From an optimization exercise on the open Yosys and OpenROAD flow, aimed at small area and a short achievable clock period; shortcuts taken in it are not production practice. Function was checked by simulation only, so behaviour that the tests miss may differ from the original. No activity file was given, so power comes from the tool's default toggle rates.

==> flow/design.v (outline; a module is shown in full before it is edited, if it fits) <==
// module mac_unit: 4234 lines
module mac_unit (
  input  wire        clk,
  input  wire        rst,        
  input  wire [3:0]  op,         
  input  wire [1:0]  acc,        
  input  wire [63:0] data,       
  input  wire [31:0] coef,       
  input  wire [5:0]  shift,      
  input  wire        rm,         
  input  wire        clr,        
  input  wire [1:0]  mask,       
  output wire [63:0] wb,         
  output wire        aovf,       
  output wire        dsat,       
  output wire [3:0]  ov          
);
  // ...
==> flow/run.sh <==
#!/bin/bash
# synth_recipe.tcl (not shown) runs the flow's synth.tcl, then flattens the netlist and writes it again
# the make line also repeats each setting of config.mk as NAME=value (left out here)
make -C /OpenROAD-flow-scripts/flow DESIGN_CONFIG=/design/flow/config.mk WORK_HOME=/design/flow/orfs CLKGATE_MAP_FILE= SYNTH_SCRIPT=/design/flow/synth_recipe.tcl finish
==> flow/config.mk <==
export PLATFORM = sky130hd
export DESIGN_NAME = mac_unit
export DESIGN_NICKNAME = mac_unit
export VERILOG_FILES = /design/flow/design.v
export SDC_FILE = /design/flow/constraint.sdc
export NUM_CORES = 4
export LEC_CHECK = 0
export CAP_MARGIN = 20
export CORE_MARGIN = 2
export CORE_UTILIZATION = 40
export SLEW_MARGIN = 20
==> flow/constraint.sdc <==
create_clock -name core_clock -period 25.0 [get_ports {clk}]
set_input_delay 5.0000 -clock core_clock [delete_from_list [all_inputs] [get_ports {clk}]]
set_output_delay 5.0000 -clock core_clock [all_outputs]
set_load 0.01 [all_outputs]
==> metrics.yaml, run 1 <==
status: "finished clean"
multi_input_gates: 6662
finalWirelength_mm: 458.4
die_h_microns: 474.4
hold_path_class: "flop to flop"
worstPathArrival_ns: 9.61
crit_fanout: 42
crit_required_ns: 20.00
ys.flop_type: "edfxtp_1"
critPathKind: "flop to output port"
grt_pass1_wl_mm: 634.0
power_leader: "combinational logic"
slew_violations: 0
ios: 184
power_uw: 16040
synth_area_leaders: "fa_1 22%, edfxtp_1 15%, a22oi_1 10%"
num-nonclk-buffers: 449
vias: 79920
routedWlPerCell_microns: 37.93
combinationalPower_uw: 12400
core_sq_mm: 0.2197
slew_headroom_pct: 8.531
hold_path_depth: 1
grt_pass1_vias: 78760
synth_xor_area_share_pct: 12.44
cp.depth: 22
pg_clk_uw: 1360
fmax_mhz: 68.43
tap_cells: 2958
final_antenna_net_count: 0
min_period_over_period_pct: 58.45
cts_num_sinks: 735
==> run 2, diff against run 1 <==
==> flow/flow/run.sh (new file) <==
#!/bin/bash
export SETUP_SLACK_MARGIN=14
bash standard.sh > standard_flow.log 2>&1
==> flow/standard.sh (new file) <==
#!/bin/bash
# synth_recipe.tcl (not shown) runs the flow's synth.tcl, then flattens the netlist and writes it again
# the make line also repeats each setting of config.mk as NAME=value (left out here)
make -C /OpenROAD-flow-scripts/flow DESIGN_CONFIG=/design/flow/config.mk WORK_HOME=/design/flow/orfs CLKGATE_MAP_FILE= SYNTH_SCRIPT=/design/flow/synth_recipe.tcl "${@:-finish}"
removed: flow/run.sh
==> run 2 against run 1 <==
  * Global-route usage rose by 2.0 points
  * Sequential power hardly changed
  * Critical path depth rose by 4
  * Core utilization is 3.2 points higher
  * Clock-buffer cell count is the same
  * Power rose by 3.0%
  * Flip-flop and latch count is the same
  * Critical endpoint is now ov[1]
  * Still clean on timing, DRC and antenna
==> metrics.yaml, run 2 <==
status: "finished clean"  # unchanged
instances_no_fill: 12450  # was 12,090
place_area_sq_mm: 0.09324  # unchanged
cts_buffers: 87  # unchanged
yosysMostFrequentCell: "a22oi_1"  # unchanged
core_sq_mm: 0.2197  # unchanged
final_cell_mix: "1,203 x a22oi_1, 1,025 x inv_1, 961 x fa_1"  # was 1,219 x a22oi_1, 1,064 x inv_1, 964 x fa_1
comb_power_share_pct: 77.8  # was 77.2%
drc: 0  # unchanged
swShare_pct: 55.16  # was 55.51%
p_leak_uw: 0.04099  # was 0.03810 uW
ys.flop_type: "edfxtp_1"  # unchanged
final_antenna_net_count: 0  # unchanged
drv_cap: 0  # unchanged
min_period_over_period_pct: 45.60  # was 58.45%
avgViaCountPerCell: 6.632  # was 6.612
synth_area_per_cell_sq_um: 9.487  # unchanged
grt_use_total_pct: 41.97  # was 39.97%
p_clk_share_pct: 8.3  # was 8.5%
initial_core_util_pct: 40.28  # unchanged
drt-pass1-iter-count: 7  # unchanged
nFillCells: 20780  # was 21,250
yosysSeqAreaShare_pct: 21.69  # unchanged
finalWirelength_mm: 481.2  # was 458.4 mm
power_density_mw_per_mm2: 160.0  # was 166.5 mW/mm^2
dp.cells: 11900  # unchanged
grt_max_degree: 108  # was 138
cts_root_buffer: "clkbuf_16"  # unchanged
vias: 82540  # was 79,920
io_buffers: 183  # unchanged
hold_path_depth: 1  # unchanged
worstRegToRegCells: 22  # was 21
async_flop_share_pct: 0  # unchanged
synth_area_leader_cell: "fa_1"  # unchanged
clk_pin_slew_ns: 0.06  # about the same
grt_pass1_wl_mm: 663.0  # was 634.0 mm
synth_cells: 9330  # unchanged
die_h_microns: 474.4  # unchanged
timing.hold.ws_ns: 0.4789  # was 0.4688 ns
grt_pass1_vias: 81190  # was 78,760
routedWlPerCell_microns: 38.66  # was 37.93 microns
drtIter0Drc: 10640  # was 10,900
rsz0062_at_grt: "true"  # was false
syn-num-nets: 10610  # unchanged
pwr-share-seq_pct: 13.9  # was 14.3%
tns_ns: 0  # unchanged
startpoint_type: "flop"  # unchanged
period_needed_ns: 11.40  # was 14.61 ns
worstSetupEndpointType: "output port"  # unchanged
ios: 184  # unchanged
power_uw: 16530  # was 16,040 uW
synthToLayoutAreaGrowth_pct: 16.70  # was 8.862%
synthTopCellsByCount: "1,219 x a22oi_1, 1,068 x inv_1, 964 x fa_1, 645 x xnor2_1, 612 x xor2_1"  # unchanged
ys_warn_count: 1  # unchanged
nNetsFinal: 10670  # was 10,310
die_w_microns: 474.4  # unchanged
slew_headroom_pct: 4.995  # was 8.531%
power_switching_uw: 9116  # was 8906 uW
drive_gt1_share_pct: 16.75  # was 8.206%
overflow: 0  # unchanged
h-tree-depth: 3  # unchanged
cts_hold_buf: 0  # unchanged
slew_violations: 0  # unchanged
hold_path_class: "flop to flop"  # unchanged
cts_num_sinks: 735  # unchanged
stdcell_area_sq_mm: 0.1033  # was 0.09635 sq mm
worstSkewPairLatency_ns: 0.78  # was 0.77 ns
hold_viol_final: 0  # unchanged
tightestPinTransition_ns: 1.415  # was 1.367 ns
synth_cell_types: 114  # unchanged
netlist_area_sq_mm: 0.08851  # unchanged
die_area_sq_mm: 0.2251  # unchanged
internal_power_uw: 7412  # was 7138 uW
synth_area_leaders: "fa_1 22%, edfxtp_1 15%, a22oi_1 10%"  # unchanged
rows: 172  # unchanged
worstPathArrival_ns: 6.40  # was 9.61 ns
crit_required_ns: 20.00  # about the same
critPathKind: "flop to output port"  # unchanged
setup_viol: 0  # unchanged
clockBufferDepth: 3  # unchanged
antenna_found_initial: 36  # was 43
fmax_mhz: 87.71  # was 68.43 MHz
synth_edf_count: 448  # unchanged
globalplace.congestion: 1.065  # unchanged
final_common_cell: "a22oi_1"  # unchanged
hpwl_mm: 335.8  # unchanged
vdd.ir_drop.worst_v: 0.0002333  # was 0.0002068 V
finClkSkew_ns: 0.06640  # was 0.06362 ns
crit_fanout: 20  # was 42
cts_tree: "yes"  # unchanged
yosysTopAreaCellShare_pct: 21.80  # unchanged
synth-seq-cells: 735  # unchanged
[run 2: cell counts after synthesis]
Identical to the previous run, type by type.
[run 2: cell type report]
cell class                      count  area, sq um  area share [%]
Multi-Input combinational cell   6669        65100           63.03
Sequential cell                   735        19240           18.63
Timing Repair Buffer              799         7899           7.647
Inverter                         1095         4257           4.121
Tap cell                         2958         3701           3.583
Clock buffer                       97         2225           2.154
Clock inverter                     65        797.0          0.7716
Antenna cell                       28        70.07         0.06783
[run 2: metal layers]
| metal | up-vias | part of all wire [%] | GRT usage, % |
|---|---|---|---|
| li1 | 32770 | - | - |
| met3 | 1950 | 11 | 10.77 |
| met5 | - | 0.046 | 0 |
| met2 | 6278 | 44 | 65.93 |
| met4 | 22 | 9.7 | 30.53 |
| met1 | 41520 | 35 | 49.74 |
[run 2: timing repair]
action                                  CTS  global route
cloned                                   26             2
buffers inserted                        259            70
gates resized for setup                 796           232
pin swaps                               124            69
endpoints found under the setup margin  204           145
[run 2: power groups by stage]
stage          clock, uW  combinational [uW]  sequential, uW
2_1_floorplan          0                7260            1970
3_3_place_gp           0               11700            2310
3_5_place_dp           0               12000            2310
4_1_cts             1370               12400            2280
5_1_grt             1410               14000            2290
6_report            1370               12900            2300
[run 2: worst paths after layout]
path                  end       from  slack (ns)
setup / recovery    ov[1]   p_sel[2]       13.60
hold reg to reg    aovf_r  p_mask[0]        0.48
hold / removal     aovf_r  p_mask[0]        0.48
setup reg to reg  a2[110]   p_sel[2]       16.71
[run 2: through the flow]
| stage | utilization [%] | setup WS [ns] |
|---|---|---|
| after CTS | 46.40 | 13.58 |
| after global routing | 46.99 | 13.46 |
| after global placement | 42.41 | 10.76 |
| after detailed placement | 42.43 | 11.13 |
| final | 47.01 | 13.60 |
| after floorplan | - | 14.27 |
[run 2: kinds of logic after synthesis]
group                    after synthesis  share of synthesized area, %
AO/OA/AOI/OAI                       2586                         20.53
buffers and inverters               1933                         8.612
AND/OR/NAND/NOR                     1363                         7.742
XOR/XNOR                            1257                         12.44
adder cells (fa/ha/maj)             1164                         24.63
flip-flops                           735                         21.69
multiplexers                         292                         4.354
[run 2: worst max-delay path: stages, from the launching register on]
cell        delay, ns
dfxtp_4          0.39
buf_12           0.17
buf_12           0.14
buf_16           0.17
a22oi_1          0.17
and2_4           0.22
clkinvlp_4       0.24
fa_2             0.43
ha_2             0.32
a21o_1           0.19
a21o_1           0.20
a21o_1           0.25
a211oi_2         0.30
o21ai_2          0.11
a211oi_2         0.25
o21ai_2          0.12
a2111oi_4        0.37
nor3_2           0.08
buf_4            0.17
a221oi_4         0.22
xor2_1           0.20
buf_6            0.22
buf_12           0.14
xnor2_4          0.07
buf_4            0.15
o21ai_2          0.12
buf_2            0.15

==> separate check: timing with driven ports <==
In the flow no input, the clock included, has a driving cell. The finished layouts below were timed again as built, in two steps. Step 1 assumes that a clkbuf_16 drives the clock port and a buf_2 every other input. Step 2 also shifts input and output timing later by t, the mid clock arrival at the registers, as if the neighbouring blocks saw the same clock. Slacks: no drivers / after step 1 / after step 2; pairs: no drivers / after step 1.
run | shift t [ns] | slack for setup (ns) | hold slack, ns
run 1 | 0.828 | 10.387 / 10.299 / 11.127 | 0.469 / 0.469 / 0.469
run 2 | 0.842 | 13.599 / 13.508 / 13.234 | 0.479 / 0.479 / 0.479
After both steps every run listed still meets setup and hold. For run 2, which loses most, drivers alone change the setup slack by -0.091 ns; drivers and shift together by -0.365 ns.
